This is an optimization exercise on Yosys and OpenROAD, whose aim is small area, a short achievable clock period and few clock cycles per item, not a production implementation. Function was checked by simulation only, so behaviour that the tests miss may differ from the original.

## flow/design.v (module list and top-level ports; edited modules follow where they fit)
// module pev_fmul: 12 lines
// module pev_fmul_p: 26 lines
// module pev_fmul_r: 22 lines
// module pev_carry: 26 lines
// module pev_adds: 29 lines
// module pev_gt: 26 lines
// module pev_sumzero: 8 lines
// module pev_incp: 24 lines
// module pev_i2f: 27 lines
// module pev_key: 7 lines
// module pev_rca: 9 lines
// module pev_fadd: 13 lines
// module pev_fadd_al: 17 lines
// module pev_fadd_sw: 29 lines
// module pev_fadd_sh: 15 lines
// module pev_fadd_nr: 49 lines
// module pev_mul24_csa: 953 lines
// module pev_point: 205 lines
module pev_point (
    input  wire        clk,
    input  wire        rst,
    input  wire        in_valid,
    output wire        in_ready,
    input  wire [31:0] x,           
    input  wire [31:0] gain,
    input  wire [31:0] offset,
    input  wire        filt_en,
    input  wire        restart,
    input  wire [31:0] alpha,
    input  wire [31:0] y_prev,
    input  wire [31:0] lim_hh,
    input  wire [31:0] lim_h,
    input  wire [31:0] lim_l,
    input  wire [31:0] lim_ll,
    input  wire [31:0] clr_hh,
    input  wire [31:0] clr_h,
    input  wire [31:0] clr_l,
    input  wire [31:0] clr_ll,
    input  wire [3:0]  lim_en,      
    input  wire [3:0]  cond_prev,   
    output reg         out_valid,
    output reg  [31:0] y_out,
    output reg  [3:0]  cond_out,
    output reg         bad_range
);
  // ...
==> flow/flow/run.sh <==
#!/bin/bash
# The standard layout (standard.sh: the standard synthesis and ORFS
# steps, unchanged), except that the port buffers that global placement adds
# on every input and output are the smallest buffer, buf_1, instead of the
# delay buffer ORFS picks: each port still gets its own buffer.
set -euo pipefail
bash standard.sh "BUFFER_PORTS_ARGS=-buffer_cell sky130_fd_sc_hd__buf_1" finish > standard.log 2>&1
==> flow/standard.sh <==
#!/bin/bash
# synth_recipe.tcl (not shown) runs the flow's synth.tcl, then flattens the netlist and writes it again
# the make line also repeats each setting of config.mk as NAME=value (left out here)
make -C /OpenROAD-flow-scripts/flow DESIGN_CONFIG=/design/flow/config.mk WORK_HOME=/design/flow/orfs CLKGATE_MAP_FILE= SYNTH_SCRIPT=/design/flow/synth_recipe.tcl "${@:-finish}"
==> flow/config.mk <==
export PLATFORM = sky130hd
export DESIGN_NAME = pev_point
export DESIGN_NICKNAME = pev_point
export VERILOG_FILES = /design/flow/design.v
export SDC_FILE = /design/flow/constraint.sdc
export NUM_CORES = 4
export LEC_CHECK = 0
export ABC_AREA = 1
export ABC_CLOCK_PERIOD_IN_PS = 50000
export CAP_MARGIN = 20
export CORE_MARGIN = 2
export CORE_UTILIZATION = 65
export CTS_BUF_LIST = sky130_fd_sc_hd__clkbuf_8
export SLEW_MARGIN = 70
==> flow/constraint.sdc <==
create_clock -name core_clock -period 125.0 [get_ports {clk}]
set_input_delay 25.0000 -clock core_clock [delete_from_list [all_inputs] [get_ports {clk}]]
set_output_delay 25.0000 -clock core_clock [all_outputs]
set_load 0.01 [all_outputs]
==> qor.csv, run 1 <==
stage;metric;value;unit
outcome;outcome;finished clean;
synthesis;most frequent cell after synthesis;nand2_1;
layout;sequential portion of the cell area;0.228;
clocking;post-cts resize count;0;
layout;inverters;1765;
min_path;hold endpoint;alpha3[18];
worst_setup_path;critical path class;register to primary output;
sta;Max Clk Rate;0.0378;GHz
synthesis;Seq/Total Area, Yosys;0.247;
placed_design;dpl ws;99000;ps
worst_setup_path;Worst R2R Path Depth;126;
worst_setup_path;Critical Path Start Type;register;
layout;clock-cell share of area;0.0382;
synthesis;post-synthesis net count;13300;
worst_setup_path;crit-path leading delay family;flip-flops;
layout;multi-input combinational area share;0.605;
worst_setup_path;CP startpoint;cond_out[0];
synthesis;Yosys top cell area share;0.247;
sta;Final Skew;77.1;ps
global_route;GR Util met1;0.502;
drt;drt wl/cell;20.2;µm
floorplan;die area;137000;µm²
placed_design;Buffers on Ports;466;
clocking;CTS tree;yes;
drt;number of remaining DRC errors;0;
synthesis;Synth area leader;dfxtp_1;
drt;remaining antenna violation count;0;
global_route;grt met3 use;0.0913;
clocking;Root Driver;clkbuf_8;
sta;RSZ-0062 raised after global routing;false;
worst_setup_path;Slowest cell on crit path;dfxtp_1;
worst_setup_path;R2R Path End;e_p4[24];
layout;commonest non-fill, non-tap cell in the layout;nand2_1;
min_path;hold path depth;0;
floorplan;die width;370;µm
drt;Top Metal Used;met5;
Testbench counts, summed over its fixed seeds: cycles 32,040, items 32,000.
==> module pev_fmul_r, before the edit <==
module pev_fmul_r (
    input  wire [25:0] p,
    input  wire        nz_lo,
    input  wire [9:0]  es,
    input  wire        zin,
    input  wire        s,
    output wire [31:0] y,
    output wire        ovf
);
    wire        top    = p[25];
    wire [23:0] mant   = top ? p[25:2] : p[24:1];
    wire        g      = top ? p[1] : p[0];
    wire        st     = nz_lo | (top & p[0]);
    wire        rup    = g & (st | mant[0]);
    wire [23:0] mr;
    wire        mco;
    pev_incp #(24) u_inc (.a(mant), .ci(rup), .s(mr), .co(mco));
    wire [9:0]  e1     = es + {9'd0, top} + {9'd0, mco};
    wire        zero   = zin | e1[9] | (e1 == 10'd0);
    assign ovf = !zero && (e1[8] || e1[7:0] == 8'hFF);
    assign y   = zero ? {s, 31'd0} : {s, e1[7:0], mr[22:0]};
endmodule
==> module pev_point, before the edit <==
module pev_point (
    input  wire        clk,
    input  wire        rst,
    input  wire        in_valid,
    output wire        in_ready,
    input  wire [31:0] x,           
    input  wire [31:0] gain,
    input  wire [31:0] offset,
    input  wire        filt_en,
    input  wire        restart,
    input  wire [31:0] alpha,
    input  wire [31:0] y_prev,
    input  wire [31:0] lim_hh,
    input  wire [31:0] lim_h,
    input  wire [31:0] lim_l,
    input  wire [31:0] lim_ll,
    input  wire [31:0] clr_hh,
    input  wire [31:0] clr_h,
    input  wire [31:0] clr_l,
    input  wire [31:0] clr_ll,
    input  wire [3:0]  lim_en,      
    input  wire [3:0]  cond_prev,   
    output reg         out_valid,
    output reg  [31:0] y_out,
    output reg  [3:0]  cond_out,
    output reg         bad_range
);
    assign in_ready = 1'b1;
    function automatic is_special(input [31:0] v);
        is_special = (v[30:23] == 8'hFF);
    endfunction
    function automatic is_nan(input [31:0] v);
        is_nan = (v[30:23] == 8'hFF) && (v[22:0] != 23'd0);
    endfunction
    reg         v1;
    reg  [31:0] x1, gain1, off1, alpha1, yp1;
    reg         filt1;
    reg  [31:0] t_hh1, t_h1, t_l1, t_ll1;
    reg  [3:0]  en1, cp1;
    always @(posedge clk) begin
        if (rst) v1 <= 1'b0;
        else     v1 <= in_valid;
        x1     <= x;
        gain1  <= gain;
        off1   <= offset;
        alpha1 <= alpha;
        yp1    <= y_prev;
        filt1  <= filt_en & ~restart;
        t_hh1  <= cond_prev[3] ? clr_hh : lim_hh;
        t_h1   <= cond_prev[2] ? clr_h  : lim_h;
        t_l1   <= cond_prev[1] ? clr_l  : lim_l;
        t_ll1  <= cond_prev[0] ? clr_ll : lim_ll;
        en1    <= lim_en;
        cp1    <= cond_prev;
    end
    wire [31:0] xf;
    pev_i2f  u_i2f  (.x(x1), .y(xf));
    wire [25:0] m_p;
    wire [9:0]  m_es;
    wire        m_nz, m_zin, m_s;
    pev_fmul_p #(.SK(1)) u_gain_p (.a(gain1), .b(xf), .p(m_p), .nz_lo(m_nz), .es(m_es), .zin(m_zin),
                         .s(m_s));
    wire [31:0] k_hh, k_h, k_l, k_ll;
    pev_key u_khh (.v(t_hh1), .k(k_hh));
    pev_key u_kh  (.v(t_h1),  .k(k_h));
    pev_key u_kl  (.v(t_l1),  .k(k_l));
    pev_key u_kll (.v(t_ll1), .k(k_ll));
    wire f1_hh = en1[3] & is_nan(t_hh1) & cp1[3];      
    wire f0_hh = ~en1[3] | (is_nan(t_hh1) & ~cp1[3]);  
    wire f1_h  = en1[2] & is_nan(t_h1) & cp1[2];
    wire f0_h  = ~en1[2] | (is_nan(t_h1) & ~cp1[2]);
    wire f1_l  = en1[1] & is_nan(t_l1) & cp1[1];
    wire f0_l  = ~en1[1] | (is_nan(t_l1) & ~cp1[1]);
    wire f1_ll = en1[0] & is_nan(t_ll1) & cp1[0];
    wire f0_ll = ~en1[0] | (is_nan(t_ll1) & ~cp1[0]);
    reg         v2;
    reg  [25:0] m_p2;
    reg  [9:0]  m_es2;
    reg         m_nz2, m_zin2, m_s2;
    reg  [31:0] off2;
    reg  [31:0] alpha2, yp2;
    reg         filt2, bad2;
    reg  [31:0] k_hh2, k_h2, k_l2, k_ll2;
    reg  [3:0]  cp2;
    always @(posedge clk) begin
        if (rst) v2 <= 1'b0;
        else     v2 <= v1;
        m_p2   <= m_p;
        m_es2  <= m_es;
        m_nz2  <= m_nz;
        m_zin2 <= m_zin;
        m_s2   <= m_s;
        off2   <= off1;
        alpha2 <= filt1 ? alpha1 : 32'h3F80_0000;
        yp2    <= yp1;
        filt2  <= filt1;
        bad2   <= is_special(gain1) | is_special(off1) |
                  (filt1 & (is_special(yp1) | is_special(alpha1)));
        k_hh2  <= f0_hh ? 32'hFFFF_FFFF : (f1_hh ? 32'h0000_0000 : k_hh);
        k_h2   <= f0_h  ? 32'hFFFF_FFFF : (f1_h  ? 32'h0000_0000 : k_h);
        k_l2   <= f0_l  ? 32'h0000_0000 : (f1_l  ? 32'hFFFF_FFFF : k_l);
        k_ll2  <= f0_ll ? 32'h0000_0000 : (f1_ll ? 32'hFFFF_FFFF : k_ll);
        cp2    <= cp1;
    end
    wire [31:0] m;
    wire        m_ovf;
    pev_fmul_r u_gain_r (.p(m_p2), .nz_lo(m_nz2), .es(m_es2), .zin(m_zin2), .s(m_s2),
                         .y(m), .ovf(m_ovf));
    wire [31:0] s;
    wire        s_ovf;
    pev_fadd #(.FAST(1)) u_off (.a(m), .b(off2), .y(s), .ovf(s_ovf));
    wire [31:0] nyp = filt2 ? {~yp2[31], yp2[30:0]} : 32'h8000_0000;
    wire [30:0] d_l;
    wire [26:0] d_ms;
    wire        d_ls, d_sub, d_zz, d_zs;
    pev_fadd_al u_diff_al (.a(s), .b(nyp), .l(d_l), .ls(d_ls), .ms(d_ms), .sub(d_sub),
                           .zz(d_zz), .zs(d_zs));
    reg         v3;
    reg  [30:0] d_l3;
    reg  [26:0] d_ms3;
    reg         d_ls3, d_sub3, d_zz3, d_zs3;
    reg  [31:0] alpha3, yp3;
    reg         filt3, bad3;
    reg  [31:0] k_hh3, k_h3, k_l3, k_ll3;
    reg  [3:0]  cp3;
    always @(posedge clk) begin
        if (rst) v3 <= 1'b0;
        else     v3 <= v2;
        d_l3   <= d_l;
        d_ms3  <= d_ms;
        d_ls3  <= d_ls;
        d_sub3 <= d_sub;
        d_zz3  <= d_zz;
        d_zs3  <= d_zs;
        alpha3 <= alpha2;
        yp3    <= yp2;
        filt3  <= filt2;
        bad3   <= bad2 | m_ovf | s_ovf;
        k_hh3  <= k_hh2;
        k_h3   <= k_h2;
        k_l3   <= k_l2;
        k_ll3  <= k_ll2;
        cp3    <= cp2;
    end
    wire [31:0] d;
    wire        d_ovf;
    pev_fadd_nr #(.FAST(1)) u_diff_nr (.l(d_l3), .ls(d_ls3), .ms(d_ms3), .sub(d_sub3),
                                       .zz(d_zz3), .zs(d_zs3), .y(d), .ovf(d_ovf));
    wire [25:0] e_p;
    wire [9:0]  e_es;
    wire        e_nz, e_zin, e_s;
    pev_fmul_p u_alph_p (.a(alpha3), .b(d), .p(e_p), .nz_lo(e_nz), .es(e_es), .zin(e_zin),
                         .s(e_s));
    reg         v4;
    reg  [25:0] e_p4;
    reg  [9:0]  e_es4;
    reg         e_nz4, e_zin4, e_s4;
    reg  [31:0] yp4;
    reg         filt4, bad4;
    reg  [31:0] k_hh4, k_h4, k_l4, k_ll4;
    reg  [3:0]  cp4;
    always @(posedge clk) begin
        if (rst) v4 <= 1'b0;
        else     v4 <= v3;
        e_p4   <= e_p;
        e_es4  <= e_es;
        e_nz4  <= e_nz;
        e_zin4 <= e_zin;
        e_s4   <= e_s;
        yp4    <= yp3;
        filt4  <= filt3;
        bad4   <= bad3 | (filt3 & d_ovf);
        k_hh4  <= k_hh3;
        k_h4   <= k_h3;
        k_l4   <= k_l3;
        k_ll4  <= k_ll3;
        cp4    <= cp3;
    end
    wire [31:0] e;
    wire        e_ovf;
    pev_fmul_r u_alph_r (.p(e_p4), .nz_lo(e_nz4), .es(e_es4), .zin(e_zin4), .s(e_s4),
                         .y(e), .ovf(e_ovf));
    wire [31:0] y;
    wire        y_ovf;
    pev_fadd #(.FAST(2)) u_acc (.a(filt4 ? yp4 : 32'h8000_0000), .b(e), .y(y), .ovf(y_ovf));
    wire        bad = bad4 | (filt4 & (e_ovf | y_ovf));
    wire [31:0] ky;
    pev_key u_ky (.v(y), .k(ky));
    wire g_hh, g_h, g_l, g_ll;
    pev_gt #(32) u_chh (.a(k_hh4), .b(ky), .gt(g_hh));    
    pev_gt #(32) u_ch  (.a(k_h4),  .b(ky), .gt(g_h));
    pev_gt #(32) u_cl  (.a(ky), .b(k_l4),  .gt(g_l));     
    pev_gt #(32) u_cll (.a(ky), .b(k_ll4), .gt(g_ll));
    wire n_hh = ~g_hh;                                     
    wire n_h  = ~g_h;
    wire n_l  = ~g_l;                                      
    wire n_ll = ~g_ll;
    always @(posedge clk) begin
        if (rst) out_valid <= 1'b0;
        else     out_valid <= v4;
        bad_range <= bad;
        y_out     <= bad ? yp4 : y;
        cond_out  <= bad ? cp4 : {n_hh, n_h, n_l, n_ll};
    end
endmodule
==> inputs of run 2 (changes only) <==
--- a/flow/design.v
+++ b/flow/design.v
@@ -45,18 +45,40 @@
     output wire [31:0] y,
     output wire        ovf
 );
-    wire        top    = p[25];
+    wire [23:0] mr;
+    wire        top, mco;
+    pev_fmul_rm u_rm (.p(p), .nz_lo(nz_lo), .mr(mr), .top(top), .mco(mco));
+    pev_fmul_re u_re (.mr(mr[22:0]), .top(top), .mco(mco), .es(es), .zin(zin), .s(s),
+                      .y(y), .ovf(ovf));
+endmodule
+module pev_fmul_rm (
+    input  wire [25:0] p,
+    input  wire        nz_lo,
+    output wire [23:0] mr,        
+    output wire        top,       
+    output wire        mco        
+);
+    assign top = p[25];
     wire [23:0] mant   = top ? p[25:2] : p[24:1];
     wire        g      = top ? p[1] : p[0];
     wire        st     = nz_lo | (top & p[0]);
     wire        rup    = g & (st | mant[0]);
-    wire [23:0] mr;
-    wire        mco;
     pev_incp #(24) u_inc (.a(mant), .ci(rup), .s(mr), .co(mco));
+endmodule
+module pev_fmul_re (
+    input  wire [22:0] mr,
+    input  wire        top,
+    input  wire        mco,
+    input  wire [9:0]  es,
+    input  wire        zin,
+    input  wire        s,
+    output wire [31:0] y,
+    output wire        ovf
+);
     wire [9:0]  e1     = es + {9'd0, top} + {9'd0, mco};
     wire        zero   = zin | e1[9] | (e1 == 10'd0);
     assign ovf = !zero && (e1[8] || e1[7:0] == 8'hFF);
-    assign y   = zero ? {s, 31'd0} : {s, e1[7:0], mr[22:0]};
+    assign y   = zero ? {s, 31'd0} : {s, e1[7:0], mr};
 endmodule
 module pev_carry #(parameter W = 22) (
     input  wire [W-1:0] a,
@@ -1350,8 +1372,11 @@
     wire [25:0] m_p;
     wire [9:0]  m_es;
     wire        m_nz, m_zin, m_s;
-    pev_fmul_p #(.SK(1)) u_gain_p (.a(gain1), .b(xf), .p(m_p), .nz_lo(m_nz), .es(m_es), .zin(m_zin),
+    pev_fmul_p u_gain_p (.a(gain1), .b(xf), .p(m_p), .nz_lo(m_nz), .es(m_es), .zin(m_zin),
                          .s(m_s));
+    wire [23:0] m_mr;
+    wire        m_top, m_mco;
+    pev_fmul_rm u_gain_rm (.p(m_p), .nz_lo(m_nz), .mr(m_mr), .top(m_top), .mco(m_mco));
     wire [31:0] k_hh, k_h, k_l, k_ll;
     pev_key u_khh (.v(t_hh1), .k(k_hh));
     pev_key u_kh  (.v(t_h1),  .k(k_h));
@@ -1366,9 +1391,9 @@
     wire f1_ll = en1[0] & is_nan(t_ll1) & cp1[0];
     wire f0_ll = ~en1[0] | (is_nan(t_ll1) & ~cp1[0]);
     reg         v2;
-    reg  [25:0] m_p2;
+    reg  [22:0] m_mr2;
     reg  [9:0]  m_es2;
-    reg         m_nz2, m_zin2, m_s2;
+    reg         m_top2, m_mco2, m_zin2, m_s2;
     reg  [31:0] off2;
     reg  [31:0] alpha2, yp2;
     reg         filt2, bad2;
@@ -1377,9 +1402,10 @@
     always @(posedge clk) begin
         if (rst) v2 <= 1'b0;
         else     v2 <= v1;
-        m_p2   <= m_p;
+        m_mr2  <= m_mr[22:0];
         m_es2  <= m_es;
-        m_nz2  <= m_nz;
+        m_top2 <= m_top;
+        m_mco2 <= m_mco;
         m_zin2 <= m_zin;
         m_s2   <= m_s;
         off2   <= off1;
@@ -1396,8 +1422,8 @@
     end
     wire [31:0] m;
     wire        m_ovf;
-    pev_fmul_r u_gain_r (.p(m_p2), .nz_lo(m_nz2), .es(m_es2), .zin(m_zin2), .s(m_s2),
-                         .y(m), .ovf(m_ovf));
+    pev_fmul_re u_gain_re (.mr(m_mr2), .top(m_top2), .mco(m_mco2), .es(m_es2), .zin(m_zin2),
+                           .s(m_s2), .y(m), .ovf(m_ovf));
     wire [31:0] s;
     wire        s_ovf;
     pev_fadd #(.FAST(1)) u_off (.a(m), .b(off2), .y(s), .ovf(s_ovf));
--- a/flow/config.mk
+++ b/flow/config.mk
@@ -9,6 +9,6 @@
 export ABC_CLOCK_PERIOD_IN_PS = 50000
 export CAP_MARGIN = 20
 export CORE_MARGIN = 2
-export CORE_UTILIZATION = 65
+export CORE_UTILIZATION = 55
 export CTS_BUF_LIST = sky130_fd_sc_hd__clkbuf_8
 export SLEW_MARGIN = 70
==> run 2 against run 1 <==
Register-to-register slack worse by 630 ps. Fmax about the same. Clock skew fell by 1.4 ps. Sequential share of layout area is essentially flat. Utilization down 10 points. Count of clock-buffer cells in the layout increased by 3. Critical path type unchanged. Sequential cell count down 2. Die area is 17% higher. Synthesized area shrank 0.71%. Cell count is 0.94% higher.
==> qor.csv, run 2 <==
stage;metric;value;unit;change
floorplan;core area;156000;µm²;
worst_setup_path;worst-path cell chain;buf_1;;
layout;commonest non-fill, non-tap cell in the layout;nand2_1;;
clocking;Root Driver;clkbuf_8;;
sta;worst-margin pin slew;529;ps;
drt;drt wl/cell;19.4;µm;-4.3%
synthesis;Main synth FF type;dfxtp_1;;
layout;non-filler cells, final;14300;;
worst_setup_path;Crit Path Max Fanout;1;;
layout;P&R area growth vs syn;9.39;%;
synthesis;flops & latches, synth;1071;;
synthesis;Synth Instances;11900;;
synthesis;Synth area leader;dfxtp_1;;
layout;NumNets Final;13400;;
clocking;post-cts resize count;0;;unchanged
worst_setup_path;CP endpoint kind;primary output;;
worst_setup_path;Largest stage delay, worst path;310;ps;
synthesis;number of flops mapped to enable cells by yosys;0;;
floorplan;row count;145;;
clocking;Num CTS Buffers;171;;
worst_setup_path;Worst Path Arrival;1420;ps;
clocking;post-CTS setup buffer count;0;;
clocking;H-tree depth;4;;
sta;Final Skew;75.6;ps;-1.45 ps
floorplan;Die Ht;400;µm;
synthesis;mapped cell area;86200;µm²;
layout;share of cells above drive strength 1;0.0902;;
placed_design;GPL Wtd Cong;0.997;;
placed_design;placed insts;14000;;
clocking;CTS tree;yes;;
clocking;CTS max path bufs;3;;
sta;Tmin final;26420;ps;
job;number of max-cap violations;0;;
sta;setup TNS;0;ps;
placed_design;Buffers on Ports;466;;unchanged
drt;first-pass iteration count of the detailed router;7;;
synthesis;asr flop ratio synth;0;;
floorplan;die width;400;µm;+8.2%
global_route;gr usage total;0.338;;
synthesis;Synth cell types;85;;
drt;remaining antenna violation count;0;;unchanged
synthesis;post-synthesis net count;13100;;-1.4%
sta;Rel. slew slack;0.644;;
synthesis;Mapped Avg Cell Area;7.28;µm²;
global_route;vias in the first global route;76900;;
global_route;total grt overflow;0;;
outcome;outcome;finished clean;;
worst_setup_path;crit-path leading delay family;flip-flops;;
synthesis;Yosys top cell area share;0.249;;+0.00130
sta;Final setup viols;0;;
synthesis;total of warnings raised by yosys;7;;
synthesis;ranking of synthesized cells by area;dfxtp_1 25%, fa_1 12%, nand2_1 11%;;
drt;number of remaining DRC errors;0;;unchanged
clocking;clock transition at the registers of the reported paths;60;ps;
worst_setup_path;critical path class;register to primary output;;
min_path;min-delay worst type;register to register;;
synthesis;Seq/Total Area, Yosys;0.249;;+0.00130
clocking;cts hold-fix bufs;0;;
floorplan;die area;160000;µm²;+17%
worst_setup_path;Slowest cell on crit path;dfxtp_1;;
sta;Hold Vio Cnt, Final;0;;
worst_setup_path;Critical Path RT;100000;ps;
drt;final wirelength;277000;µm;
synthesis;most frequent cell after synthesis;nand2_1;;
floorplan;I/O pins;468;;
clocking;Worst-Skew Late Latency;960;ps;
worst_setup_path;CP Buf/Inv Count;1;;
sta;Final Max Slew Viols;0;;
worst_setup_path;Critical Path Start Type;register;;
sta;Max Clk Rate;0.0379;GHz;about the same
drt;DRT iter0 DRCs;7869;;
placed_design;DP HPWL;215000;µm;
global_route;first-pass GRT wire length;425000;µm;
sta;post-route clock period utilization;0.211;;
layout;Finished Core Util;0.605;;
layout;most frequent cells in the layout;2,491 x nand2_1, 1,531 x inv_1, 1,062 x dfxtp_1;;
global_route;initial antenna violation count;7;;
global_route;pin count of the biggest net entering global routing;60;;
synthesis;most frequent cells after synthesis;2,502 x nand2_1, 1,517 x inv_1, 1,071 x dfxtp_1;;
sta;RSZ-0062 raised after global routing;false;;
clocking;Sink Count;1071;;
drt;routed vias/inst;5.64;;
floorplan;Initial Util;0.553;;
drt;Vias;80600;;
[run 2: worst paths after layout]
check                   start     endpoint  slack (ps)  depth (start not counted)
hold / removal       k_l3[31]     k_l4[31]         290                          0
setup reg to reg       x1[31]    m_mr2[22]      101590                        138
hold reg to reg      k_l3[31]     k_l4[31]         290                          0
setup / recovery  cond_out[0]  cond_out[0]       98580                          1
[run 2: cells by family after synthesis]
family,share of synthesized area
compound gates,0.127
simple gates,0.238
xor+xnor,0.0934
other cells,0.0000435
mux,0.0191
fa+ha+maj,0.172
buf+inv,0.101
flops,0.249
[run 2: through the flow]
step | hold WS [ps] | cell area (µm²) | setup WS [ps]
2_1_floorplan | 310 | 86200 | 99010
3_3_place_gp | 310 | 88900 | 98870
3_5_place_dp | 312 | 90200 | 99040
4_1_cts | 271 | 94000 | 98480
5_1_grt | 267 | 94300 | 98480
6_report | 291 | 94300 | 98580
[run 2: cell type report]
| type | count | area, µm² |
|---|---|---|
| Tap cell | 2058 | 2570 |
| Clock buffer | 202 | 2780 |
| Clock inverter | 113 | 1050 |
| Antenna cell | 5 | 12.5 |
| Fill cell | 14600 | 61700 |
| Multi-Input combinational cell | 8570 | 57000 |
| Sequential cell | 1071 | 21500 |
| Inverter | 1642 | 6320 |
| Timing Repair Buffer | 624 | 3150 |
[run 2: layer usage]
metal	wire, µm	GRT usage	vias to the layer above
met1	119000	0.452	37600
met5	18	0	-
met4	13000	0.153	2
met3	22800	0.0621	653
li1	-	-	38800
met2	122000	0.531	3515
Testbench counts of run 2, summed over its fixed seeds: cycles 32,040, items 32,000.
==> inputs of run 3 (changes only) <==
--- a/flow/design.v
+++ b/flow/design.v
@@ -1426,7 +1426,7 @@
                            .s(m_s2), .y(m), .ovf(m_ovf));
     wire [31:0] s;
     wire        s_ovf;
-    pev_fadd #(.FAST(1)) u_off (.a(m), .b(off2), .y(s), .ovf(s_ovf));
+    pev_fadd #(.FAST(2)) u_off (.a(m), .b(off2), .y(s), .ovf(s_ovf));
     wire [31:0] nyp = filt2 ? {~yp2[31], yp2[30:0]} : 32'h8000_0000;
     wire [30:0] d_l;
     wire [26:0] d_ms;
@@ -1462,12 +1462,12 @@
     end
     wire [31:0] d;
     wire        d_ovf;
-    pev_fadd_nr #(.FAST(1)) u_diff_nr (.l(d_l3), .ls(d_ls3), .ms(d_ms3), .sub(d_sub3),
+    pev_fadd_nr #(.FAST(2)) u_diff_nr (.l(d_l3), .ls(d_ls3), .ms(d_ms3), .sub(d_sub3),
                                        .zz(d_zz3), .zs(d_zs3), .y(d), .ovf(d_ovf));
     wire [25:0] e_p;
     wire [9:0]  e_es;
     wire        e_nz, e_zin, e_s;
-    pev_fmul_p u_alph_p (.a(alpha3), .b(d), .p(e_p), .nz_lo(e_nz), .es(e_es), .zin(e_zin),
+    pev_fmul_p #(.SK(1)) u_alph_p (.a(alpha3), .b(d), .p(e_p), .nz_lo(e_nz), .es(e_es), .zin(e_zin),
                          .s(e_s));
     reg         v4;
     reg  [25:0] e_p4;
==> run 3 against run 2 <==
Sequential share of layout area increased by 0.10 points. Still clean on timing, DRC and antenna. Highest routed layer unchanged. Cell count decreased by 1.0%. Clock skew increased by 5.9 ps.
==> qor.csv, run 3 <==
stage;metric;value;unit;change
drt;remaining antenna violation count;0;;unchanged
global_route;vias in the first global route;76600;;-0.39%
clocking;cts hold-fix bufs;0;;unchanged
clocking;H-tree depth;4;;unchanged
worst_setup_path;CP endpoint kind;primary output;;
synthesis;most frequent cells after synthesis;2,466 x nand2_1, 1,579 x inv_1, 1,071 x dfxtp_1;;
drt;first-pass iteration count of the detailed router;7;;unchanged
worst_setup_path;Critical Path RT;100000;ps;about the same
clocking;Num CTS Buffers;168;;-1.8%
layout;NumNets Final;13200;;-0.95%
synthesis;Mapped Avg Cell Area;7.33;µm²;+0.72%
synthesis;most frequent cell after synthesis;nand2_1;;
placed_design;Buffers on Ports;466;;unchanged
placed_design;GPL Wtd Cong;0.953;;-4.4%
clocking;post-cts resize count;0;;unchanged
drt;routed vias/inst;5.62;;-0.32%
synthesis;post-synthesis xor/xnor area fraction;0.0922;;-0.00127
sta;worst hold slack;286;ps;-4.94 ps
synthesis;complex-gate fraction of the synthesized area;0.118;;-0.00884
floorplan;core area;156000;µm²;-0.23%
layout;Finished Core Util;0.603;;-0.00119
worst_setup_path;Crit Path Max Fanout;1;;unchanged
sta;setup TNS;0;ps;unchanged
layout;share of cells above drive strength 1;0.0930;;+0.00275
min_path;min-delay worst type;register to register;;
synthesis;Post-Synth Adder-Cell Area;0.175;;+0.00265
synthesis;mux contribution to synthesized area;0.0206;;+0.00157
worst_setup_path;CP Buf/Inv Count;1;;unchanged
synthesis;asr flop ratio synth;0;;unchanged
worst_setup_path;Worst Path Arrival;1410;ps;about the same
drt;number of remaining DRC errors;0;;unchanged
sta;RSZ-0062 raised after global routing;false;;
clocking;Worst-Skew Late Latency;950;ps;about the same
sta;Final Max Slew Viols;0;;unchanged
job;number of max-cap violations;0;;unchanged
drt;final wirelength;276000;µm;-0.16%
global_route;gr usage total;0.342;;+0.00391
sta;Final setup viols;0;;unchanged
clocking;CTS tree;yes;;
global_route;pin count of the biggest net entering global routing;82;;+37%
synthesis;post-synthesis simple-gate area fraction;0.239;;+0.000937
clocking;Sink Count;1071;;unchanged
floorplan;I/O pins;468;;unchanged
synthesis;number of flops mapped to enable cells by yosys;0;;unchanged
global_route;first-pass GRT wire length;428000;µm;+0.51%
layout;non-filler cells, final;14100;;-1.0%
floorplan;row count;145;;unchanged
synthesis;Synth cell types;90;;+5.9%
placed_design;placed insts;13800;;-0.98%
synthesis;Main synth FF type;dfxtp_1;;
drt;wire length on met3;25400;µm;+11%
drt;Vias;79500;;-1.3%
worst_setup_path;Largest stage delay, worst path;320;ps;about the same
floorplan;die area;159000;µm²;-0.38%
synthesis;flops & latches, synth;1071;;unchanged
clocking;CTS max path bufs;3;;unchanged
layout;most frequent cells in the layout;2,453 x nand2_1, 1,580 x inv_1, 1,057 x dfxtp_1;;
synthesis;Synth Instances;11700;;-1.1%
clocking;post-CTS setup buffer count;0;;unchanged
synthesis;total of warnings raised by yosys;8;;+1
layout;commonest non-fill, non-tap cell in the layout;nand2_1;;
worst_setup_path;crit-path leading delay family;flip-flops;;
drt;Top Metal Used;met5;;
global_route;total grt overflow;0;;unchanged
drt;WL met2;121000;µm;-1.0%
outcome;outcome;finished clean;;
synthesis;ranking of synthesized cells by area;dfxtp_1 25%, fa_1 13%, nand2_1 11%;;
sta;post-route clock period utilization;0.211;;about the same
layout;P&R area growth vs syn;9.35;%;about the same
worst_setup_path;Slowest cell on crit path;dfxtp_1;;
synthesis;Seq/Total Area, Yosys;0.250;;+0.000963
drt;met1 wire length;117000;µm;-1.8%
synthesis;largest family of logic cells by synthesized area;simple AND/OR/NAND/NOR gates;;
floorplan;Die Ht;399;µm;-0.19%
synthesis;post-synthesis net count;13000;;-0.92%
sta;Final Skew;81.5;ps;+5.85 ps
sta;Tmin final;26410;ps;-7.70 ps
synthesis;mapped cell area;85900;µm²;-0.39%
floorplan;die width;399;µm;-0.19%
worst_setup_path;critical path class;register to primary output;;
floorplan;Initial Util;0.552;;-0.000850
sta;Max Clk Rate;0.0379;GHz;about the same
worst_setup_path;Critical Path Start Type;register;;
sta;Hold Vio Cnt, Final;0;;unchanged
drt;drt wl/cell;19.5;µm;+0.85%
synthesis;Synth area leader;dfxtp_1;;
global_route;initial antenna violation count;28;;+21
placed_design;DP HPWL;211000;µm;-2.0%
synthesis;Yosys top cell area share;0.250;;+0.000963
clocking;clock transition at the registers of the reported paths;60;ps;about the same
worst_setup_path;worst-path cell chain;buf_1;;
drt;DRT iter0 DRCs;7401;;-5.9%
clocking;Root Driver;clkbuf_8;;
==> run 3: cell types whose count changed after synthesis, moves of 16 or more <==
| cell | previous run | this run |
|---|---|---|
| a21oi_1 | 328 | 291 |
| buf_6 | 15 | 32 |
| clkbuf_1 | 332 | 315 |
| inv_1 | 1517 | 1579 |
| nand2_1 | 2502 | 2466 |
| nand3_1 | 744 | 791 |
| nor2_1 | 774 | 725 |
| o21ai_0 | 679 | 646 |
| o21ai_1 | 130 | 91 |
| xnor2_1 | 158 | 142 |
==> run 3: area by class of cell <==
type                       count  area (µm²)
clock buffer                 213        2930
inverter                    1687        6510
antenna                        8        20.0
timing repair buffer         622        3160
clock inverter                88         921
tap                         2058        2570
sequential                  1071       21500
multi-input combinational   8394       56400
fill                       14600       61700
==> run 3: path summary, 6_finish.rpt <==
path	startpoint	to	slack, ps	cells past startpoint
worst min register to register	k_h2[10]	k_h3[10]	290	0
worst min-delay path	k_h2[10]	k_h3[10]	290	0
worst max register to register	e_p4[25]	cond_out[1]	101390	124
worst max-delay path	y_out[11]	y_out[11]	98590	1
==> run 3: through the flow <==
| step | setup WS (ps) | area [µm²] |
|---|---|---|
| 5_1_grt | 98490 | 93900 |
| 2_1_floorplan | 99010 | 85900 |
| 6_report | 98590 | 93900 |
| 3_3_place_gp | 98750 | 88500 |
| 3_5_place_dp | 99050 | 89700 |
| 4_1_cts | 98490 | 93600 |
==> run 3: kinds of logic (layout without fill, tap and decap cells) <==
logic type               after synthesis  after routing
AND/OR/NAND/NOR                     4675           4675
buffers and inverters               2256           2610
AO/OA/AOI/OAI                       1782           1782
flip-flops                          1071           1071
XOR/XNOR                             901            901
adder cells (fa/ha/maj)              874            874
multiplexers                         161            161
other                                  1              9
==> run 3: per-layer routing <==
metal | GRT usage | vias to the layer above
li1 | - | 38200
met1 | 0.458 | 37000
met2 | 0.533 | 3619
met3 | 0.0672 | 712
met4 | 0.155 | 12
met5 | 0 | -
Testbench counts of run 3, summed over its fixed seeds: cycles 32,040, items 32,000.
==> inputs of run 4 (changes only) <==
--- a/flow/config.mk
+++ b/flow/config.mk
@@ -11,4 +11,4 @@
 export CORE_MARGIN = 2
 export CORE_UTILIZATION = 55
 export CTS_BUF_LIST = sky130_fd_sc_hd__clkbuf_8
-export SLEW_MARGIN = 70
+export SLEW_MARGIN = 45
==> run 4 against run 3 <==
Still clean on timing, DRC and antenna. Non-clock buffer count down 29. Synthesized area unchanged. Register-to-register slack got worse by 2200 ps. Via count is 0.14% higher. Worst hold slack got worse by 29 ps. Critical path depth unchanged. Critical path type unchanged. Largest cell class unchanged. Highest routed layer unchanged.
==> qor.csv, run 4 <==
stage;metric;value;unit;change
floorplan;die area;159000;µm²;unchanged
worst_setup_path;CP startpoint;y_out[15];;
clocking;Num CTS Buffers;170;;+1.2%
worst_setup_path;worst flop-to-flop path startpoint;e_p4[25];;
synthesis;number of flops mapped to enable cells by yosys;0;;unchanged
synthesis;asr flop ratio synth;0;;unchanged
synthesis;Seq/Total Area, Yosys;0.250;;unchanged
clocking;post-cts resize count;0;;unchanged
placed_design;DP HPWL;210000;µm;-0.58%
sta;Tmin final;26420;ps;+5.30 ps
sta;Max Clk Rate;0.0379;GHz;about the same
sta;Hold Vio Cnt, Final;0;;unchanged
placed_design;dpl ws;98970;ps;-76.4 ps
drt;met1 wire length;117000;µm;+0.29%
drt;WL met2;120000;µm;-0.34%
worst_setup_path;CP Buf/Inv Count;1;;unchanged
floorplan;Initial Util;0.552;;unchanged
synthesis;post-synthesis net count;13000;;unchanged
sta;post-route clock period utilization;0.211;;about the same
synthesis;most frequent cells after synthesis;2,466 x nand2_1, 1,579 x inv_1, 1,071 x dfxtp_1;;
worst_setup_path;Crit Path Max Fanout;1;;unchanged
min_path;min-delay worst type;register to register;;
clocking;CTS tree;yes;;
synthesis;flops & latches, synth;1071;;unchanged
min_path;startpoint of the worst hold path;k_h2[10];;
outcome;outcome;finished clean;;
sta;worst-margin pin slew;927;ps;
layout;commonest non-fill, non-tap cell in the layout;nand2_1;;
sta;Final setup viols;0;;unchanged
clocking;Sink Count;1071;;unchanged
clocking;Worst-Skew Late Latency;940;ps;about the same
global_route;pin count of the biggest net entering global routing;82;;unchanged
worst_setup_path;Critical Path Start Type;register;;
drt;number of remaining DRC errors;0;;unchanged
clocking;CTS max path bufs;3;;unchanged
placed_design;Buffers on Ports;466;;unchanged
worst_setup_path;critical path class;register to primary output;;
sta;Rel. slew slack;0.375;;
clocking;Root Driver;clkbuf_8;;
synthesis;Synth cell types;90;;unchanged
layout;most frequent cells in the layout;2,458 x nand2_1, 1,607 x inv_1, 1,069 x dfxtp_1;;
synthesis;Main synth FF type;dfxtp_1;;
synthesis;Mapped Avg Cell Area;7.33;µm²;unchanged
global_route;gr usage total;0.341;;-0.000924
worst_setup_path;worst reg-to-reg setup slack;99230;ps;-2160 ps
clocking;cts hold-fix bufs;0;;unchanged
floorplan;die width;399;µm;unchanged
global_route;initial antenna violation count;25;;-11%
sta;setup TNS;0;ps;unchanged
layout;P&R area growth vs syn;7.63;%;
worst_setup_path;CP endpoint kind;primary output;;
synthesis;ranking of synthesized cells by area;dfxtp_1 25%, fa_1 13%, nand2_1 11%;;
layout;share of cells above drive strength 1;0.0787;;-0.0143
drt;remaining antenna violation count;0;;unchanged
worst_setup_path;Slowest cell on crit path;dfxtp_1;;
drt;first-pass iteration count of the detailed router;10;;+3
clocking;H-tree depth;4;;unchanged
global_route;total grt overflow;0;;unchanged
clocking;clock transition at the registers of the reported paths;60;ps;about the same
sta;Worst Setup Slack, final;98580;ps;-5.30 ps
sta;RSZ-0062 raised after global routing;false;;
drt;DRT iter0 DRCs;7497;;+1.3%
synthesis;most frequent cell after synthesis;nand2_1;;
synthesis;Yosys top cell area share;0.250;;unchanged
clocking;post-CTS setup buffer count;0;;unchanged
drt;drt wl/cell;19.6;µm;+0.20%
drt;routed vias/inst;5.64;;+0.34%
floorplan;Die Ht;399;µm;unchanged
synthesis;Synth Instances;11700;;unchanged
worst_setup_path;Critical Path RT;100000;ps;about the same
synthesis;total of warnings raised by yosys;8;;unchanged
drt;Top Metal Used;met5;;
worst_setup_path;worst-path cell chain;buf_1;;
layout;Finished Core Util;0.594;;-0.00948
drt;wire length on met3;25400;µm;-0.15%
sta;Final Max Slew Viols;0;;unchanged
drt;Vias;79600;;+0.14%
global_route;first-pass GRT wire length;426000;µm;-0.47%
worst_setup_path;crit-path leading delay family;flip-flops;;
synthesis;Synth area leader;dfxtp_1;;
floorplan;core area;156000;µm²;unchanged
worst_setup_path;Worst Path Arrival;1420;ps;about the same
placed_design;GPL Wtd Cong;0.953;;unchanged
worst_setup_path;Largest stage delay, worst path;310;ps;about the same
drt;final wirelength;276000;µm;about the same
synthesis;mapped cell area;85900;µm²;unchanged
job;number of max-cap violations;0;;unchanged
floorplan;I/O pins;468;;unchanged
layout;NumNets Final;13200;;-0.20%
floorplan;row count;145;;unchanged
global_route;vias in the first global route;76000;;-0.68%
sta;Final Skew;66.6;ps;-14.9 ps
==> run 4: path summary, 6_finish.rpt <==
check,endpoint,cells past startpoint
setup / recovery,y_out[15],1
hold / removal,k_h3[10],0
setup reg to reg,cond_out[1],116
hold reg to reg,k_h3[10],0
==> run 4: cells by family (layout without fill, tap and decap cells) <==
kind of cell	after synthesis	after routing	synth area share
AOI/OAI and AO/OA	1782	1782	0.118
and+or+nand+nor	4675	4675	0.239
DFF	1071	1071	0.250
xor gates and xnor gates	901	901	0.0922
adders and majority gates	874	874	0.175
muxes	161	161	0.0206
buffers and inverters	2256	2583	0.105
other	1	9	0.0000437
==> run 4: through the flow <==
step	cell area (µm²)	hold WS, ps	cells
after floorplan	85900	310	11700
after global placement	88500	310	13800
after detailed placement	88600	312	13800
after CTS	92300	245	14100
after global routing	92400	257	14100
final	92500	257	14100
==> run 4: area by class of cell <==
type	instances	area (µm²)
antenna	8	20.0
clock buffer	205	2820
clock inverter	98	937
fill	14800	63200
inverter	1687	6340
multi-input combinational	8394	55600
sequential	1071	21400
tap	2058	2570
timing repair buffer	593	2750
==> run 4: worst register-to-register path, delay by kind of cell, from the launching register on <==
kind / cells / cell delay (ps)
AOI/OAI and AO/OA: 17 / 3260
adders and majority gates: 9 / 2930
buffers and inverters: 18 / 4100
and+or+nand+nor: 70 / 14520
xor gates and xnor gates: 2 / 440
DFF: 1 / 300
==> run 4: metal layers <==
layer,GRT usage,vias up
met4,0.160,12
met1,0.460,37100
met3,0.0659,698
met2,0.526,3685
met5,0,-
li1,-,38100
==> inputs of run 5 (changes only) <==
--- a/flow/config.mk
+++ b/flow/config.mk
@@ -11,4 +11,4 @@
 export CORE_MARGIN = 2
 export CORE_UTILIZATION = 55
 export CTS_BUF_LIST = sky130_fd_sc_hd__clkbuf_8
-export SLEW_MARGIN = 45
+export SLEW_MARGIN = 60
==> run 5 against run 4 <==
Sequential share of layout area down 0.085 points. Synthesized cell count unchanged. Design area increased by 0.40%. Fmax is essentially flat. Wire length about the same. Setup slack lost 13 ps. Register-to-register slack gained 1500 ps. Highest routed layer unchanged.
==> qor.csv, run 5 <==
stage;metric;value;unit;change
clocking;Num CTS Buffers;168;;-1.2%
synthesis;most frequent cell after synthesis;nand2_1;;
sta;setup TNS;0;ps;unchanged
worst_setup_path;Critical Path Start Type;register;;
worst_setup_path;CP endpoint kind;primary output;;
synthesis;Synth area leader;dfxtp_1;;
synthesis;post-synthesis net count;13000;;unchanged
worst_setup_path;critical path class;register to primary output;;
layout;P&R area growth vs syn;8.06;%;
floorplan;row count;145;;unchanged
worst_setup_path;CP Buf/Inv Count;1;;unchanged
clocking;Root Driver;clkbuf_8;;
drt;routed vias/inst;5.63;;-0.20%
drt;DRT iter0 DRCs;7225;;-3.6%
synthesis;most frequent cells after synthesis;2,466 x nand2_1, 1,579 x inv_1, 1,071 x dfxtp_1;;
layout;Finished Cell Area;92800;µm²;+0.40%
global_route;initial antenna violation count;19;;-24%
floorplan;Initial Util;0.552;;unchanged
clocking;post-CTS setup buffer count;0;;unchanged
sta;Final Max Slew Viols;0;;unchanged
drt;Vias;79500;;-0.13%
sta;Max Clk Rate;0.0378;GHz;about the same
sta;RSZ-0062 raised after global routing;false;;
sta;Rel. slew slack;0.528;;+0.153
clocking;CTS max path bufs;3;;unchanged
worst_setup_path;Crit Path Max Fanout;1;;unchanged
synthesis;flops & latches, synth;1071;;unchanged
worst_setup_path;worst reg-to-reg setup slack;100700;ps;+1470 ps
drt;remaining antenna violation count;0;;unchanged
synthesis;Yosys top cell area share;0.250;;unchanged
synthesis;mapped cell area;85900;µm²;unchanged
synthesis;Synth cell types;90;;unchanged
placed_design;dpl ws;98990;ps;+17.3 ps
job;number of max-cap violations;0;;unchanged
sta;Tmin final;26430;ps;+12.5 ps
placed_design;Cell Area, Placed;88900;µm²;+0.40%
worst_setup_path;Slowest cell on crit path;dfxtp_1;;
placed_design;Buffers on Ports;466;;unchanged
synthesis;Seq/Total Area, Yosys;0.250;;unchanged
floorplan;die width;399;µm;unchanged
layout;share of cells above drive strength 1;0.0837;;+0.00502
clocking;post-cts resize count;0;;unchanged
layout;commonest non-fill, non-tap cell in the layout;nand2_1;;
floorplan;I/O pins;468;;unchanged
outcome;outcome;finished clean;;
layout;Filler cells;14800;;-0.11%
global_route;total grt overflow;0;;unchanged
global_route;gr usage total;0.342;;+0.000730
sta;Final setup viols;0;;unchanged
clocking;CTS tree;yes;;
placed_design;placed insts;13800;;+0.058%
sta;worst-margin pin slew;700;ps;-227 ps
synthesis;Synth Instances;11700;;unchanged
worst_setup_path;Largest stage delay, worst path;330;ps;+20 ps
layout;most frequent cells in the layout;2,455 x nand2_1, 1,594 x inv_1, 1,064 x dfxtp_1;;
clocking;Sink Count;1071;;unchanged
placed_design;GPL Wtd Cong;0.953;;unchanged
sta;Hold Vio Cnt, Final;0;;unchanged
drt;first-pass iteration count of the detailed router;8;;-2
layout;non-filler cells, final;14100;;+0.071%
synthesis;number of flops mapped to enable cells by yosys;0;;unchanged
worst_setup_path;Critical Path RT;100000;ps;about the same
clocking;Worst-Skew Late Latency;960;ps;+20 ps
synthesis;Mapped Avg Cell Area;7.33;µm²;unchanged
synthesis;total of warnings raised by yosys;8;;unchanged
sta;Final Skew;84.6;ps;+18.1 ps
layout;NumNets Final;13200;;+0.023%
floorplan;Die Ht;399;µm;unchanged
drt;drt wl/cell;19.6;µm;about the same
min_path;min-delay worst type;register to register;;
drt;number of remaining DRC errors;0;;unchanged
synthesis;ranking of synthesized cells by area;dfxtp_1 25%, fa_1 13%, nand2_1 11%;;
drt;final wirelength;276000;µm;about the same
sta;Worst Setup Slack, final;98570;ps;-12.5 ps
worst_setup_path;crit-path leading delay family;flip-flops;;
worst_setup_path;Worst Path Arrival;1430;ps;about the same
layout;FF/Latch Area;21500;µm²;about the same
clocking;cts hold-fix bufs;0;;unchanged
layout;Multi-input gate area;55800;µm²;+0.41%
sta;post-route clock period utilization;0.211;;about the same
floorplan;core area;156000;µm²;unchanged
global_route;vias in the first global route;76500;;+0.57%
clocking;clock transition at the registers of the reported paths;60;ps;about the same
synthesis;asr flop ratio synth;0;;unchanged
clocking;H-tree depth;4;;unchanged
global_route;pin count of the biggest net entering global routing;82;;unchanged
global_route;first-pass GRT wire length;427000;µm;+0.28%
synthesis;Main synth FF type;dfxtp_1;;
worst_setup_path;worst-path cell chain;buf_1;;
floorplan;die area;159000;µm²;unchanged
placed_design;DP HPWL;210000;µm;+0.29%
==> run 5: cell counts after synthesis <==
Identical to the previous run, type by type.
==> run 5: cell families (layout without fill, tap and decap cells) <==
logic type | count (synthesis) | in the layout | synth area share
simple gates | 4675 | 4675 | 0.239
buf+inv | 2256 | 2589 | 0.105
compound gates | 1782 | 1782 | 0.118
flops | 1071 | 1071 | 0.250
xor+xnor | 901 | 901 | 0.0922
fa+ha+maj | 874 | 874 | 0.175
mux | 161 | 161 | 0.0206
other cells | 1 | 13 | 0.0000437
==> run 5: metrics by stage <==
stage | util | hold slack [ps]
after floorplan | - | 310
after detailed placement | 0.571 | 312
after global routing | 0.596 | 278
after CTS | 0.595 | 267
after global placement | 0.568 | 310
final | 0.596 | 276
==> run 5: worst paths after layout <==
path,startpoint,end,depth (start not counted)
worst max-delay path,y_out[28],y_out[28],1
worst min register to register,k_ll2[18],k_ll3[18],0
worst max register to register,x1[31],m_mco2,150
worst min-delay path,k_ll2[18],k_ll3[18],0
==> run 5: worst reg2reg max path: cells and delay by family, from the launching register on <==
| kind | cells | cell delay, ps |
|---|---|---|
| xor+xnor | 1 | 230 |
| flops | 1 | 680 |
| buf+inv | 35 | 5120 |
| compound gates | 24 | 4280 |
| simple gates | 83 | 10730 |
| fa+ha+maj | 7 | 3160 |
==> run 5: layer usage <==
metal,GRT usage,wire [µm]
met1,0.455,117000
met3,0.0718,25400
met2,0.526,119000
met5,0,45
met4,0.168,14400
==> run 5: layout make-up <==
type / count / area share
tap: 2058 / 0.0277
timing repair buffer: 598 / 0.0303
multi-input combinational: 8394 / 0.601
antenna: 12 / 0.000324
sequential: 1071 / 0.231
clock inverter: 105 / 0.0107
clock buffer: 199 / 0.0295
inverter: 1687 / 0.0692
==> inputs of run 6 (changes only) <==
--- a/flow/config.mk
+++ b/flow/config.mk
@@ -11,4 +11,4 @@
 export CORE_MARGIN = 2
 export CORE_UTILIZATION = 55
 export CTS_BUF_LIST = sky130_fd_sc_hd__clkbuf_8
-export SLEW_MARGIN = 60
+export SLEW_MARGIN = 35
==> run 6 against run 5 <==
Synthesized cell count did not move. First-iteration DRC count fell by 0.21%. Cell count barely moved. Critical path type unchanged. Largest cell class unchanged. Highest routed layer unchanged.
==> qor.csv, run 6 <==
stage;metric;value;unit;change
drt;DRT iter0 DRCs;7210;;-0.21%
drt;first-pass iteration count of the detailed router;8;;unchanged
clocking;clock transition at the registers of the reported paths;60;ps;about the same
sta;setup TNS;0;ps;unchanged
worst_setup_path;Crit Path Max Fanout;1;;unchanged
synthesis;Seq/Total Area, Yosys;0.250;;unchanged
global_route;gr usage total;0.340;;-0.00161
floorplan;core area;156000;µm²;unchanged
worst_setup_path;CP startpoint;y_out[1];;
global_route;vias in the first global route;76100;;-0.48%
worst_setup_path;worst-path cell chain;buf_1;;
worst_setup_path;Critical Path RT;100000;ps;about the same
synthesis;Main synth FF type;dfxtp_1;;
sta;Final Max Slew Viols;0;;unchanged
global_route;first-pass GRT wire length;425000;µm;-0.36%
sta;RSZ-0062 raised after global routing;false;;
synthesis;asr flop ratio synth;0;;unchanged
worst_setup_path;Worst R2R Path Depth;118;;-21%
clocking;cts hold-fix bufs;0;;unchanged
clocking;Sink Count;1071;;unchanged
floorplan;Initial Util;0.552;;unchanged
global_route;initial antenna violation count;23;;+4
synthesis;total of warnings raised by yosys;8;;unchanged
worst_setup_path;worst reg-to-reg setup slack;99130;ps;-1570 ps
min_path;hold endpoint;k_ll4[19];;
layout;NumNets Final;13200;;-0.076%
placed_design;Buffers on Ports;466;;unchanged
drt;Vias;79300;;-0.26%
clocking;CTS max path bufs;3;;unchanged
worst_setup_path;Slowest cell on crit path;dfxtp_1;;
synthesis;mapped cell area;85900;µm²;unchanged
sta;Rel. slew slack;0.322;;-0.207
clocking;post-cts resize count;0;;unchanged
sta;Max Clk Rate;0.0379;GHz;+0.11%
synthesis;Synth Instances;11700;;unchanged
min_path;hold path depth;0;;unchanged
clocking;Root Driver;clkbuf_8;;
synthesis;number of flops mapped to enable cells by yosys;0;;unchanged
job;number of max-cap violations;0;;unchanged
floorplan;row count;145;;unchanged
placed_design;DP HPWL;210000;µm;-0.37%
worst_setup_path;Worst Path Arrival;1400;ps;-30 ps
floorplan;I/O pins;468;;unchanged
synthesis;Mapped Avg Cell Area;7.33;µm²;unchanged
worst_setup_path;Largest stage delay, worst path;310;ps;-20 ps
synthesis;most frequent cells after synthesis;2,466 x nand2_1, 1,579 x inv_1, 1,071 x dfxtp_1;;
sta;Final setup viols;0;;unchanged
layout;most frequent cells in the layout;2,462 x nand2_1, 1,625 x inv_1, 1,069 x dfxtp_1;;
sta;worst-margin pin slew;1010;ps;+307 ps
worst_setup_path;R2R Path End;cond_out[3];;
clocking;Num CTS Buffers;168;;unchanged
outcome;outcome;finished clean;;
clocking;CTS tree;yes;;
worst_setup_path;Critical Path Start Type;register;;
layout;commonest non-fill, non-tap cell in the layout;nand2_1;;
sta;post-route clock period utilization;0.211;;-0.000240
synthesis;most frequent cell after synthesis;nand2_1;;
placed_design;GPL Wtd Cong;0.953;;unchanged
min_path;startpoint of the worst hold path;k_ll3[19];;
worst_setup_path;crit-path leading delay family;flip-flops;;
clocking;post-CTS setup buffer count;0;;unchanged
global_route;pin count of the biggest net entering global routing;86;;+4.9%
sta;Tmin final;26400;ps;-30.0 ps
global_route;total grt overflow;0;;unchanged
synthesis;post-synthesis net count;13000;;unchanged
synthesis;ranking of synthesized cells by area;dfxtp_1 25%, fa_1 13%, nand2_1 11%;;
worst_setup_path;CP endpoint kind;primary output;;
clocking;Worst-Skew Late Latency;950;ps;about the same
layout;non-filler cells, final;14100;;-0.035%
worst_setup_path;critical path class;register to primary output;;
min_path;min-delay worst type;register to register;;
sta;Final Skew;69.0;ps;-15.7 ps
clocking;H-tree depth;4;;unchanged
floorplan;die area;159000;µm²;unchanged
placed_design;placed insts;13800;;-0.072%
drt;number of remaining DRC errors;0;;unchanged
layout;P&R area growth vs syn;7.58;%;
worst_setup_path;worst flop-to-flop path startpoint;e_p4[25];;
sta;Hold Vio Cnt, Final;0;;unchanged
drt;drt wl/cell;19.5;µm;-0.39%
drt;remaining antenna violation count;0;;unchanged
floorplan;Die Ht;399;µm;unchanged
drt;final wirelength;275000;µm;-0.43%
worst_setup_path;CP Buf/Inv Count;1;;unchanged
drt;routed vias/inst;5.62;;-0.23%
synthesis;Synth cell types;90;;unchanged
floorplan;die width;399;µm;unchanged
synthesis;Synth area leader;dfxtp_1;;
synthesis;flops & latches, synth;1071;;unchanged
layout;share of cells above drive strength 1;0.0764;;-0.00729
synthesis;Yosys top cell area share;0.250;;unchanged
-- run 6: changes by cell type in the layout (fill, tap and decap cells not counted), moves of 6 or more --
cell and delta:
clkbuf_8 +15, clkinv_2 -29, clkinvlp_4 -6, inv_1 +31, inv_2 +15, inv_4 -22, nand2_1 +7, nand3_1 +6
o21ai_0 +41, o21ai_1 -29, o21ai_2 -12
-- run 6: through the flow --
| step | setup WS [ps] | utilization | instance area (µm²) | hold WS [ps] |
|---|---|---|---|---|
| CTS | 98490 | 0.593 | 92400 | 293 |
| global route | 96490 | 0.594 | 92400 | 302 |
| finish | 98600 | 0.594 | 92400 | 286 |
| floorplan | 99010 | - | 85900 | 310 |
| detailed placement | 98690 | 0.569 | 88500 | 312 |
| global placement | 98750 | 0.568 | 88500 | 310 |
-- run 6: per-layer routing --
layer	track usage	up-vias	share of wire
met1	0.458	36800	0.43
met3	0.0661	712	0.090
met2	0.528	3648	0.43
met4	0.155	12	0.048
li1	-	38100	-
met5	0	-	0.00030
-- run 6: area by class of cell --
class | count | area (µm²)
clock inverter | 98 | 922
sequential | 1071 | 21400
tap | 2058 | 2570
timing repair buffer | 588 | 2670
fill | 14800 | 63300
antenna | 9 | 22.5
multi-input combinational | 8394 | 55500
inverter | 1687 | 6340
clock buffer | 214 | 2950
-- run 6: worst max path at each step --
stage	slack (ps)	cells after the start	to
floorplan	99010	3	t_h1[10]
global placement	98750	2	t_ll1[19]
detailed placement	98690	2	t_ll1[17]
CTS	98490	1	y_out[1]
global route	96490	150	m_mco2
finish	98600	1	y_out[1]
-- run 6: cells by family after synthesis --
| kind of cell | share of synthesized area |
|---|---|
| fa+ha+maj | 0.175 |
| simple gates | 0.239 |
| compound gates | 0.118 |
| buf+inv | 0.105 |
| other cells | 0.0000437 |
| xor+xnor | 0.0922 |
| mux | 0.0206 |
| flops | 0.250 |
-- run 6: worst reg2reg max path, delay by kind of cell (launching register included) --
kind                       cells  cell delay (ps)
AOI/OAI and AO/OA             17             3340
xor gates and xnor gates       2              460
adders and majority gates      7             2760
buffers and inverters         20             4530
DFF                            1              300
and+or+nand+nor               72            14440

afterwards: timing with drivers on the ports:
How much do the figures lean on ideal ports? The routed layouts below were timed once more, with nothing changed but the port constraints. Step 1 sets driving cells, clkbuf_16 on the clock port and buf_2 on the other inputs (assumed; they add their load-dependent delay and slew). Step 2, shift: input delay + t, output delay - t, t = (earliest + latest rising clock arrival at the registers) / 2. This alone moves slack from input paths to output paths. Three values: no drivers, after step 1, after step 2; two values: the first two.
| run | shift t [ns] | slack for setup (ns) | hold slack, ns | worst data-port slew with drivers (ns) |
|---|---|---|---|---|
| run 1 | 0.991 | 98.564 / 98.491 / 99.000 | 0.286 / 0.286 / 0.286 | 0.12 |
| run 2 | 1.023 | 98.580 / 98.487 / 99.019 | 0.291 / 0.291 / 0.291 | 0.06 |
| run 3 | 0.998 | 98.588 / 98.500 / 99.036 | 0.286 / 0.286 / 0.286 | 0.08 |
| run 4 | 0.997 | 98.583 / 98.497 / 98.966 | 0.257 / 0.257 / 0.257 | 0.07 |
| run 5 | 1.009 | 98.570 / 98.482 / 98.969 | 0.276 / 0.276 / 0.276 | 0.08 |
| run 6 | 1.001 | 98.600 / 98.508 / 98.752 | 0.286 / 0.286 / 0.286 | 0.08 |
After both steps every run listed still meets setup and hold.
